This is an optimization exercise on Yosys and OpenROAD, whose aim is small area, a short achievable clock period and few clock cycles per item, not a production implementation.
RTL that was checked went through simulation tests only; none was proved equivalent to the original.

==> inputs of run a <==
==> flow/design.v (excerpt) <==
module warp_offset (
    input  wire         clk,
    input  wire         rst,
    input  wire         in_valid,
    output wire         in_ready,
    input  wire [14:0]  in_x,
    input  wire [23:0]  in_row,
    input  wire [23:0]  in_rows,
    input  wire [7:0]   in_pitch,
    input  wire [7:0]   in_beam_slow,
    input  wire [7:0]   in_facet_slow,
    input  wire [7:0]   in_slip,
    input  wire [7:0]   in_scr_w_m1,
    input  wire [7:0]   in_scr_h_m1,
    input  wire [7:0]   in_scr_x0,
    input  wire [7:0]   in_scr_y0,
    output wire [7:0]   node_addr_a,
    output wire [7:0]   node_addr_b,
    input  wire [15:0]  node_data_a,
    input  wire [15:0]  node_data_b,
    output wire [24:0]  src_row_a,
    output wire [24:0]  src_row_b,
    output wire [14:0]  src_col,
    input  wire [7:0]   src_data_a,
    input  wire [7:0]   src_data_b,
    output wire [15:0]  scr_cell,
    input  wire [119:0] scr_data,
    output wire         out_valid,
    input  wire         out_ready,
    output wire [15:0]  out_offset,
    output wire         out_clamp,
    output wire [24:0]  out_ra,
    output wire [4:0]   out_w,
    output wire [24:0]  out_rn,
    output wire [7:0]   out_c,
    output wire [3:0]   out_level
);
Settings: LEC_CHECK=0, CAP_MARGIN=20, CORE_MARGIN=2, CORE_UTILIZATION=40, PLACE_DENSITY=0.6, SLEW_MARGIN=20; clock period 14.0 ns.
run.sh (not shown) runs the stock make flow with config.mk's settings and CLKGATE_MAP_FILE= SYNTH_SCRIPT=/design/flow/synth_recipe.tcl, a recipe that flattens the netlist after the stock synthesis.
==> run b: changes against run a <==
Settings changed: SETUP_SLACK_MARGIN from default to 5.
==> run_results.csv <==
group,metric,value,unit
timing,clock.fmax,89.2,MHz
finish,nonClkBufAreaFrac,0.0768,
drt,drtIter0Drc,2620,
drt,dr_total_vias,52658,
finish,n_antenna_cell,7,
finish,seq_area_frac,0.389,
timing,finalCriticalPeriod,11.21,ns
drt,wl_met1,80000,µm
timing,rsz0062_at_grt,"true",
worst_setup_path,reg2reg_slack,3.07,ns
run_status,status,"timing/DRC/antenna clean",
finish,signal_buffers,804,
cts,post_cts_buffers,134,
timing,relSlewSlack,0.250,
finish,clock_cell_area_share,0.0473,
worst_hold_path,whs_endpoint,"qd_q1_q7$_DFFE_PN_",
timing,timing.final.crit_share,0.801,
Source of the figures above: run b

==> run_results.csv <==
group,metric,value,unit
run_status,status,"timing/DRC/antenna clean",
cts,post_cts_buffers,0,
timing,timing.final.crit_share,0.933,
finish,seq_area_frac,0.404,
drt,drtIter0Drc,2661,
timing,clock.fmax,76.6,MHz
worst_hold_path,whs_endpoint,"x_q9[3]$_DFFE_PN_",
finish,clock_cell_area_share,0.0508,
timing,relSlewSlack,0.298,
drt,wl_met1,77400,µm
Source of the figures above: run a

Function was not checked in any run of this note: the RTL went through the layout flow alone.

---

==> inputs of build 97 <==
Another version of the RTL of warp_offset (not shown whole).
==> flow/design.v (excerpt) <==
module warp_offset (
    input  wire         clk,
    input  wire         rst,
    input  wire         in_valid,
    output wire         in_ready,
    input  wire [14:0]  in_x,
    input  wire [23:0]  in_row,
    input  wire [23:0]  in_rows,
    input  wire [7:0]   in_pitch,
    input  wire [7:0]   in_beam_slow,
    input  wire [7:0]   in_facet_slow,
    input  wire [7:0]   in_slip,
    input  wire [7:0]   in_scr_w_m1,
    input  wire [7:0]   in_scr_h_m1,
    input  wire [7:0]   in_scr_x0,
    input  wire [7:0]   in_scr_y0,
    output wire [7:0]   node_addr_a,
    output wire [7:0]   node_addr_b,
    input  wire [15:0]  node_data_a,
    input  wire [15:0]  node_data_b,
    output wire [24:0]  src_row_a,
    output wire [24:0]  src_row_b,
    output wire [14:0]  src_col,
    input  wire [7:0]   src_data_a,
    input  wire [7:0]   src_data_b,
    output wire [15:0]  scr_cell,
    input  wire [119:0] scr_data,
    output wire         out_valid,
    input  wire         out_ready,
    output wire [15:0]  out_offset,
    output wire         out_clamp,
    output wire [24:0]  out_ra,
    output wire [4:0]   out_w,
    output wire [24:0]  out_rn,
    output wire [7:0]   out_c,
    output wire [3:0]   out_level
);
    reg v1;
    reg v2;
    reg v3;
  ...
Settings: LEC_CHECK=0, CAP_MARGIN=20, CORE_MARGIN=2, CORE_UTILIZATION=55, CTS_CLUSTER_DIAMETER=100, CTS_CLUSTER_SIZE=24, PLACE_DENSITY=0.75, SLEW_MARGIN=20; clock period 14.0 ns.
standard.sh (not shown) runs the stock make flow with config.mk's settings and CLKGATE_MAP_FILE= SYNTH_SCRIPT=/design/flow/synth_recipe.tcl, a recipe that flattens the netlist after the stock synthesis.
==> flow/flow/run.sh <==
#!/bin/bash
# The standard layout, with ORFS's timing repair aimed at a tighter
# setup target than the clock period (the SDC itself is unchanged).
# Gate cloning is off so that no register is duplicated.
set -euo pipefail
bash standard.sh SETUP_SLACK_MARGIN=9.8 SKIP_GATE_CLONING=1 finish > standard_make.log 2>&1
==> trial 43: changes against build 97 <==
==> flow/flow/run.sh (replaced) <==
#!/bin/bash
# The standard layout, with ORFS's timing repair aimed at a tighter
# setup target than the clock period (the SDC itself is unchanged).
# Gate cloning is off so that no register is duplicated.
set -euo pipefail
bash standard.sh SETUP_SLACK_MARGIN=9.4 SKIP_GATE_CLONING=1 finish > standard_make.log 2>&1
--- a/flow/config.mk
+++ b/flow/config.mk
@@ -10,5 +10,5 @@
 export CORE_UTILIZATION = 55
 export CTS_CLUSTER_DIAMETER = 100
 export CTS_CLUSTER_SIZE = 24
-export PLACE_DENSITY = 0.75
+export PLACE_DENSITY = 0.7
 export SLEW_MARGIN = 20
==> notes <==
- In synthesized cell count, trial 43 and build 97 do not differ.
- In trial 43 the cell count is smaller than in build 97, by about 2.3%.
- Between trial 43 and build 97, the lower via count is in trial 43 (gap about 3%, measured against build 97).
- Sequential cell count is the same in trial 43 and build 97.
- Maximum frequency is about the same in trial 43 and build 97.
- Clock skew: build 97 is lower than trial 43 (0.011 ns).
Testbench counts of build 97, summed over its fixed seeds: cycles 1,776, items 1,600.
Testbench counts of trial 43, summed over its fixed seeds: cycles 1,776, items 1,600.

---

==> run E: inputs <==
warp_offset, a different RTL version from the one above (not shown whole).
export LEC_CHECK = 0
export CAP_MARGIN = 20
export CORE_MARGIN = 2
export CORE_UTILIZATION = 55
export PLACE_DENSITY = 0.7
export SLEW_MARGIN = 20
create_clock -name core_clock -period 14.0 [get_ports {clk}]
==> flow/flow/run.sh <==
#!/bin/bash
# The standard layout, with ORFS's timing repair aimed at a tighter
# setup target than the clock period (the SDC itself is unchanged).
# Gate cloning is off so that no register is duplicated.
set -euo pipefail
bash standard.sh SETUP_SLACK_MARGIN=9 SKIP_GATE_CLONING=1 finish > standard_make.log 2>&1
==> inputs of run M, as changes to run E <==
--- a/flow/design.v
+++ b/flow/design.v
@@ -216,14 +216,14 @@
     reg  [8:0] s9y_q8;
     reg  [8:0] s9y_q9;
     reg  [8:0] s9y_q10;
     reg  [8:0] s9y_q11;
     reg  [8:0] s9y_q12;
     wire [24:0] dr25_w;
+    reg  [24:0] dr25_q1;
     wire [7:0] dr_w;
-    reg  [7:0] dr_q1;
     reg  [7:0] dr_q2;
     reg  [7:0] dr_q3;
     reg  [7:0] dr_q4;
     reg  [7:0] dr_q5;
     reg  [7:0] dr_q6;
     reg  [7:0] dr_q7;
@@ -285,24 +285,26 @@
     wire [6:0] kd_r6_w;
     reg  [6:0] kd_r6_q4;
     wire [8:0] kd_t7_w;
     wire [0:0] kd_q7_w;
     wire [6:0] kd_r7_w;
     wire [7:0] k_w;
-    reg  [7:0] k_q5;
     wire [0:0] sat_w;
-    reg  [0:0] sat_q5;
     wire [6:0] fr_w;
     reg  [6:0] fr_q5;
     reg  [6:0] fr_q6;
     reg  [6:0] fr_q7;
+    wire [7:0] nada_w;
+    reg  [7:0] nada_q5;
+    reg  [7:0] nada_q6;
+    wire [7:0] nadb_w;
+    reg  [7:0] nadb_q5;
+    reg  [7:0] nadb_q6;
     wire [7:0] a1_w;
     reg  [7:0] a1_q6;
-    wire [15:0] na_d_w;
     wire [15:0] na_w;
-    wire [15:0] nb_d_w;
     wire [15:0] nb_w;
     wire [16:0] d_w;
     wire [0:0] s_w;
     reg  [0:0] s_q7;
     reg  [0:0] s_q8;
     reg  [0:0] s_q9;
@@ -324,18 +326,12 @@
     reg  [16:0] nap_q12;
     reg  [16:0] nap_q13;
     reg  [16:0] nap_q14;
     reg  [16:0] nap_q15;
     reg  [16:0] nap_q16;
     wire [6:0] hh_w;
-    reg  [6:0] hh_q1;
-    reg  [6:0] hh_q2;
-    reg  [6:0] hh_q3;
-    reg  [6:0] hh_q4;
-    reg  [6:0] hh_q5;
-    reg  [6:0] hh_q6;
     wire [7:0] add_w;
     reg  [7:0] add_q7;
     wire [22:0] v_w;
     reg  [22:0] v_q8;
     wire [6:0] vr0_w;
     wire [0:0] vb15_w;
@@ -633,12 +629,13 @@
     reg  [7:0] xe_r7_q8;
     reg  [7:0] xe_r7_q9;
     reg  [7:0] xe_r7_q10;
     reg  [7:0] xe_r7_q11;
     reg  [7:0] xe_r7_q12;
     reg  [7:0] xe_r7_q13;
+    reg  [7:0] xe_r7_q14;
     wire [9:0] yd_t0_w;
     wire [0:0] yd_q0_w;
     wire [0:0] yd_r0_w;
     wire [9:0] yd_t1_w;
     wire [0:0] yd_q1_w;
     wire [1:0] yd_r1_w;
@@ -719,14 +716,15 @@
     wire [0:0] ye_q6_w;
     wire [7:0] ye_r6_w;
     wire [9:0] ye_t7_w;
     wire [0:0] ye_q7_w;
     wire [7:0] ye_r7_w;
     reg  [7:0] ye_r7_q13;
+    wire [15:0] cellm_w;
+    reg  [15:0] cellm_q14;
     wire [15:0] cell_w;
-    reg  [15:0] cell_q14;
     reg  [15:0] cell_q15;
     reg  [15:0] cell_q16;
     reg  [15:0] cell_q17;
     reg  [15:0] cell_q18;
     reg  [15:0] cell_q19;
     wire [12:0] csum2_w;
@@ -737,27 +735,25 @@
     wire [14:0] cmpv_w;
     reg  [14:0] cmpv_q21;
     wire [3:0] lvl_w;
     reg  [3:0] lvl_q22;
     wire [24:0] rn_w;
     reg  [24:0] rn_q22;
-    reg  [15:0] na_h;
-    reg  [15:0] nb_h;
     reg  [7:0] sda_h;
     reg  [7:0] sdb_h;
     reg  [14:0] cmpv_h;
     assign x_w = in_x;
     assign r_w = in_row;
     assign pm_w = (in_pitch < 8'd16) ? 7'd15 : (in_pitch > 8'd128) ? 7'd127 : 7'(in_pitch - 8'd1);
     assign s3_w = {{2{in_beam_slow[7]}}, in_beam_slow} + {{2{in_facet_slow[7]}}, in_facet_slow} + {{2{in_slip[7]}}, in_slip};
     assign wm1_w = in_scr_w_m1;
     assign hm1_w = in_scr_h_m1;
     assign s9x_w = {1'b0, in_x[7:0]} + {1'b0, in_scr_x0};
     assign s9y_w = {1'b0, in_row[7:0]} + {1'b0, in_scr_y0};
     assign dr25_w = {1'b0, in_rows} - {1'b0, in_row};
-    assign dr_w = ($signed(dr25_w) > 25'sd65) ? 8'd65 : ($signed(dr25_w) < -25'sd65) ? 8'hBF : dr25_w[7:0];
+    assign dr_w = ($signed(dr25_q1) > 25'sd65) ? 8'd65 : ($signed(dr25_q1) < -25'sd65) ? 8'hBF : dr25_q1[7:0];
     assign sathi_w = x_w[14:8] > pm_w;
     assign kr0_w = x_w[14:8];
     assign kd_t0_w = {1'b0, 8'({kr0_w, x_w[7]})} + {2'b11, ~pm_w};
     assign kd_q0_w = ~kd_t0_w[8];
     assign kd_r0_w = kd_q0_w ? kd_t0_w[6:0] : 7'({kr0_w, x_w[7]});
     assign kd_t1_w = {1'b0, 8'({kd_r0_q1, x_q1[6]})} + {2'b11, ~pm_q1};
@@ -781,23 +777,23 @@
     assign kd_t7_w = {1'b0, 8'({kd_r6_q4, x_q4[0]})} + {2'b11, ~pm_q4};
     assign kd_q7_w = ~kd_t7_w[8];
     assign kd_r7_w = kd_q7_w ? kd_t7_w[6:0] : 7'({kd_r6_q4, x_q4[0]});
     assign k_w = {kd_q0_q4, kd_q1_q4, kd_q2_q4, kd_q3_q4, kd_q4_q4, kd_q5_q4, kd_q6_q4, kd_q7_w};
     assign sat_w = sathi_q4 | (k_w == 8'hFF);
     assign fr_w = sat_w ? 7'd0 : kd_r7_w;
+    assign nada_w = sat_w ? 8'hFF : k_w;
+    assign nadb_w = k_w + 8'd1;
     assign a1_w = {1'b0, fr_q5} + {2'b0, pm_q5[6:1]};
-    assign na_d_w = node_data_a;
-    assign na_w = hv ? na_h : na_d_w;
-    assign nb_d_w = node_data_b;
-    assign nb_w = hv ? nb_h : nb_d_w;
+    assign na_w = node_data_a;
+    assign nb_w = node_data_b;
     assign d_w = {nb_w[15], nb_w} - {na_w[15], na_w};
     assign s_w = d_w[16];
     assign du_w = d_w[15:0] ^ {16{s_w}};
     assign nap_w = {na_w[15], na_w} + {{7{s3_q6[9]}}, s3_q6};
-    assign hh_w = {1'b0, pm_w[6:1]} + {6'd0, pm_w[0]};
-    assign add_w = s_w ? a1_q6 : {1'b0, hh_q6};
+    assign hh_w = {1'b0, pm_q6[6:1]} + {6'd0, pm_q6[0]};
+    assign add_w = s_w ? a1_q6 : {1'b0, hh_w};
     assign v_w = {7'd0, du_q7} * {16'd0, fr_q7} + {15'd0, add_q7};
     assign vr0_w = v_q8[22:16];
     assign vb15_w = v_q8[15];
     assign vb14_w = v_q8[14];
     assign vb13_w = v_q8[13];
     assign vb12_w = v_q8[12];
@@ -1008,13 +1004,14 @@
     assign ye_t6_w = {1'b0, 9'({ye_r5_q12, s9y_q12[1]})} + {2'b11, ~hm1_q12};
     assign ye_q6_w = ~ye_t6_w[9];
     assign ye_r6_w = ye_q6_w ? ye_t6_w[7:0] : 8'({ye_r5_q12, s9y_q12[1]});
     assign ye_t7_w = {1'b0, 9'({ye_r6_w, s9y_q12[0]})} + {2'b11, ~hm1_q12};
     assign ye_q7_w = ~ye_t7_w[9];
     assign ye_r7_w = ye_q7_w ? ye_t7_w[7:0] : 8'({ye_r6_w, s9y_q12[0]});
-    assign cell_w = {8'd0, ye_r7_q13} * {8'd0, wm1_q13} + {8'd0, ye_r7_q13} + {8'd0, xe_r7_q13};
+    assign cellm_w = {8'd0, ye_r7_q13} * {8'd0, wm1_q13} + {8'd0, ye_r7_q13};
+    assign cell_w = cellm_q14 + {8'd0, xe_r7_q14};
     assign csum2_w = f4s_q20 + f4c_q20 + 13'd16;
     assign c_w = csum2_w[12:5];
     assign cmpv_d_w = {(c_w > scr_data[119:112]), (c_w > scr_data[111:104]), (c_w > scr_data[103:96]), (c_w > scr_data[95:88]), (c_w > scr_data[87:80]), (c_w > scr_data[79:72]), (c_w > scr_data[71:64]), (c_w > scr_data[63:56]), (c_w > scr_data[55:48]), (c_w > scr_data[47:40]), (c_w > scr_data[39:32]), (c_w > scr_data[31:24]), (c_w > scr_data[23:16]), (c_w > scr_data[15:8]), (c_w > scr_data[7:0])};
     assign cmpv_w = hv ? cmpv_h : cmpv_d_w;
     assign lvl_w = {3'd0, cmpv_q21[0]} + {3'd0, cmpv_q21[1]} + {3'd0, cmpv_q21[2]} + {3'd0, cmpv_q21[3]} + {3'd0, cmpv_q21[4]} + {3'd0, cmpv_q21[5]} + {3'd0, cmpv_q21[6]} + {3'd0, cmpv_q21[7]} + {3'd0, cmpv_q21[8]} + {3'd0, cmpv_q21[9]} + {3'd0, cmpv_q21[10]} + {3'd0, cmpv_q21[11]} + {3'd0, cmpv_q21[12]} + {3'd0, cmpv_q21[13]} + {3'd0, cmpv_q21[14]};
     assign rn_w = ra_q21 + {24'd0, o_q21[4]};
@@ -1117,14 +1114,14 @@
             s9y_q7 <= s9y_q6;
             s9y_q8 <= s9y_q7;
             s9y_q9 <= s9y_q8;
             s9y_q10 <= s9y_q9;
             s9y_q11 <= s9y_q10;
             s9y_q12 <= s9y_q11;
-            dr_q1 <= dr_w;
-            dr_q2 <= dr_q1;
+            dr25_q1 <= dr25_w;
+            dr_q2 <= dr_w;
             dr_q3 <= dr_q2;
             dr_q4 <= dr_q3;
             dr_q5 <= dr_q4;
             dr_q6 <= dr_q5;
             dr_q7 <= dr_q6;
             dr_q8 <= dr_q7;
@@ -1158,17 +1155,19 @@
             kd_q4_q3 <= kd_q4_w;
             kd_q4_q4 <= kd_q4_q3;
             kd_r4_q3 <= kd_r4_w;
             kd_q5_q4 <= kd_q5_w;
             kd_q6_q4 <= kd_q6_w;
             kd_r6_q4 <= kd_r6_w;
-            k_q5 <= k_w;
-            sat_q5 <= sat_w;
             fr_q5 <= fr_w;
             fr_q6 <= fr_q5;
             fr_q7 <= fr_q6;
+            nada_q5 <= nada_w;
+            nada_q6 <= nada_q5;
+            nadb_q5 <= nadb_w;
+            nadb_q6 <= nadb_q5;
             a1_q6 <= a1_w;
             s_q7 <= s_w;
             s_q8 <= s_q7;
             s_q9 <= s_q8;
             s_q10 <= s_q9;
             s_q11 <= s_q10;
@@ -1185,18 +1184,12 @@
             nap_q11 <= nap_q10;
             nap_q12 <= nap_q11;
             nap_q13 <= nap_q12;
             nap_q14 <= nap_q13;
             nap_q15 <= nap_q14;
             nap_q16 <= nap_q15;
-            hh_q1 <= hh_w;
-            hh_q2 <= hh_q1;
-            hh_q3 <= hh_q2;
-            hh_q4 <= hh_q3;
-            hh_q5 <= hh_q4;
-            hh_q6 <= hh_q5;
             add_q7 <= add_w;
             v_q8 <= v_w;
             vb13_q9 <= vb13_w;
             vb12_q9 <= vb12_w;
             vb11_q9 <= vb11_w;
             vb11_q10 <= vb11_q9;
@@ -1347,12 +1340,13 @@
             xe_r7_q8 <= xe_r7_w;
             xe_r7_q9 <= xe_r7_q8;
             xe_r7_q10 <= xe_r7_q9;
             xe_r7_q11 <= xe_r7_q10;
             xe_r7_q12 <= xe_r7_q11;
             xe_r7_q13 <= xe_r7_q12;
+            xe_r7_q14 <= xe_r7_q13;
             yd_r1_q1 <= yd_r1_w;
             yd_r3_q2 <= yd_r3_w;
             yd_r5_q3 <= yd_r5_w;
             yd_r6_q4 <= yd_r6_w;
             yd_r8_q5 <= yd_r8_w;
             yd_r10_q6 <= yd_r10_w;
@@ -1360,14 +1354,14 @@
             yd_r14_q8 <= yd_r14_w;
             yf_q9 <= yf_w;
             ye_r1_q10 <= ye_r1_w;
             ye_r3_q11 <= ye_r3_w;
             ye_r5_q12 <= ye_r5_w;
             ye_r7_q13 <= ye_r7_w;
-            cell_q14 <= cell_w;
-            cell_q15 <= cell_q14;
+            cellm_q14 <= cellm_w;
+            cell_q15 <= cell_w;
             cell_q16 <= cell_q15;
             cell_q17 <= cell_q16;
             cell_q18 <= cell_q17;
             cell_q19 <= cell_q18;
             c_q21 <= c_w;
             cmpv_q21 <= cmpv_w;
@@ -1386,21 +1380,19 @@
             ra_q22 <= sv ? ra_s : ra_q21;
             c_q22 <= sv ? c_s : c_q21;
             lvl_q22 <= sv ? lvl_s : lvl_w;
             rn_q22 <= sv ? rn_s : rn_w;
         end
         if (!adv && !hv) begin
-            na_h <= na_d_w;
-            nb_h <= nb_d_w;
             sda_h <= sda_d_w;
             sdb_h <= sdb_d_w;
             cmpv_h <= cmpv_d_w;
         end
     end
-    assign node_addr_a = sat_q5 ? 8'hFF : k_q5;
-    assign node_addr_b = k_q5 + 8'd1;
+    assign node_addr_a = sv ? nada_q6 : nada_q5;
+    assign node_addr_b = sv ? nadb_q6 : nadb_q5;
     assign src_row_a = ra_q18;
     assign src_row_b = ra1_q18;
     assign src_col = x_q18;
     assign scr_cell = cell_q19;
     assign out_offset = {{4{o_q22[11]}}, o_q22};
     assign out_clamp = clamp_q22;
==> flow/flow/run.sh (replaced) <==
#!/bin/bash
# The standard layout, with ORFS's timing repair aimed at a tighter
# setup target than the clock period (the SDC itself is unchanged).
# Gate cloning is off so that no register is duplicated.
set -euo pipefail
bash standard.sh SETUP_SLACK_MARGIN=9.4 SKIP_GATE_CLONING=1 finish > standard_make.log 2>&1
==> run summary <==
|  | run E | run M |
|---|---|---|
| Run status | finished clean | finished clean |
| Portion of synthesized cell area occupied by the leading cell type | 0.648 | 0.640 |
| Post-Synth Simple-Gate Area | 0.0470 | 0.0478 |
| Post-Syn Area | 0.119 mm^2 | 0.119 mm^2 |
| Total iterations of the first detailed-routing run | 5 | 6 |
| Slew at the pin with the worst max-slew slack | 1.08 ns | 1.07 ns |
| Number of fill cells in the layout | 15.3k | 15.2k |
| Post-layout minimum cycle time | 5.39 ns | 5.29 ns |
| Sequential share of the synthesized area | 0.652 | 0.646 |
| GRT Total Usage | 0.195 | 0.193 |
| Placed insts | 11.3k | 11.3k |
| Net count of the mapped netlist | 9403 | 9331 |
| Count of flip-flops with a built-in enable after synthesis | 2578 | 2536 |
| Number of cells on the critical path | 20 | 17 |
| Number of global-route vias before repair | 66.3k | 65.3k |
| Critical path launch point | wm1_q13[1] | fr_q7[2] |
| Final Cycle Share | 0.385 | 0.378 |
| Net total in the final layout | 10.3k | 10.4k |
| Post-synth cell types | 89 | 85 |
| Final Non-Filler Cells | 12.0k | 12.1k |
| Drt total wl | 217000 um | 216000 um |
| Fraction of final layout cells with drive strength greater than 1 | 0.139 | 0.177 |
| Met2 Track Usage GR | 0.340 | 0.321 |
Testbench counts of run E, summed over its fixed seeds: cycles 1,776, items 1,600.
Testbench counts of run M, summed over its fixed seeds: cycles 1,776, items 1,600.

[static timing again, ports no longer ideal]
How much do the figures lean on ideal ports? The routed layouts below were timed once more, with nothing changed but the port constraints. Step 1 sets driving cells, clkbuf_16 on the clock port and buf_2 on the other inputs (assumed; they add their load-dependent delay and slew). Step 2 times the ports against the registers' clock, not the clock port: input delays grow and output delays shrink by t, the midpoint of the rising clock arrivals with the driver on. Slacks: ideal ports / drivers / drivers and shift; pairs: ideal ports / drivers.
| run | shift t [ns] | setup WS [ns] | worst hold slack (ns) | slew at the worst register clock pin (ns) |
|---|---|---|---|---|
| run a | 0.862 | 0.939 / 0.856 / 1.718 | 0.400 / 0.400 / 0.400 | 0.07 / 0.07 |
| run b | 0.855 | 2.787 / 2.703 / 3.066 | 0.392 / 0.392 / 0.392 | 0.07 / 0.07 |
| build 97 | 0.893 | 9.095 / 9.095 / 8.347 | 0.403 / 0.403 / 0.403 | 0.10 / 0.10 |
| trial 43 | 0.877 | 9.089 / 9.018 / 8.269 | 0.408 / 0.408 / 0.408 | 0.10 / 0.10 |
| run E | 0.980 | 8.609 / 8.609 / 7.766 | 0.376 / 0.376 / 0.376 | 0.07 / 0.07 |
| run M | 0.979 | 8.711 / 8.711 / 8.402 | 0.371 / 0.371 / 0.371 | 0.07 / 0.07 |
After both steps setup and hold are still met in every run listed. For run E, which loses most, drivers alone change the setup slack by 0.000 ns; drivers and shift together by -0.843 ns.
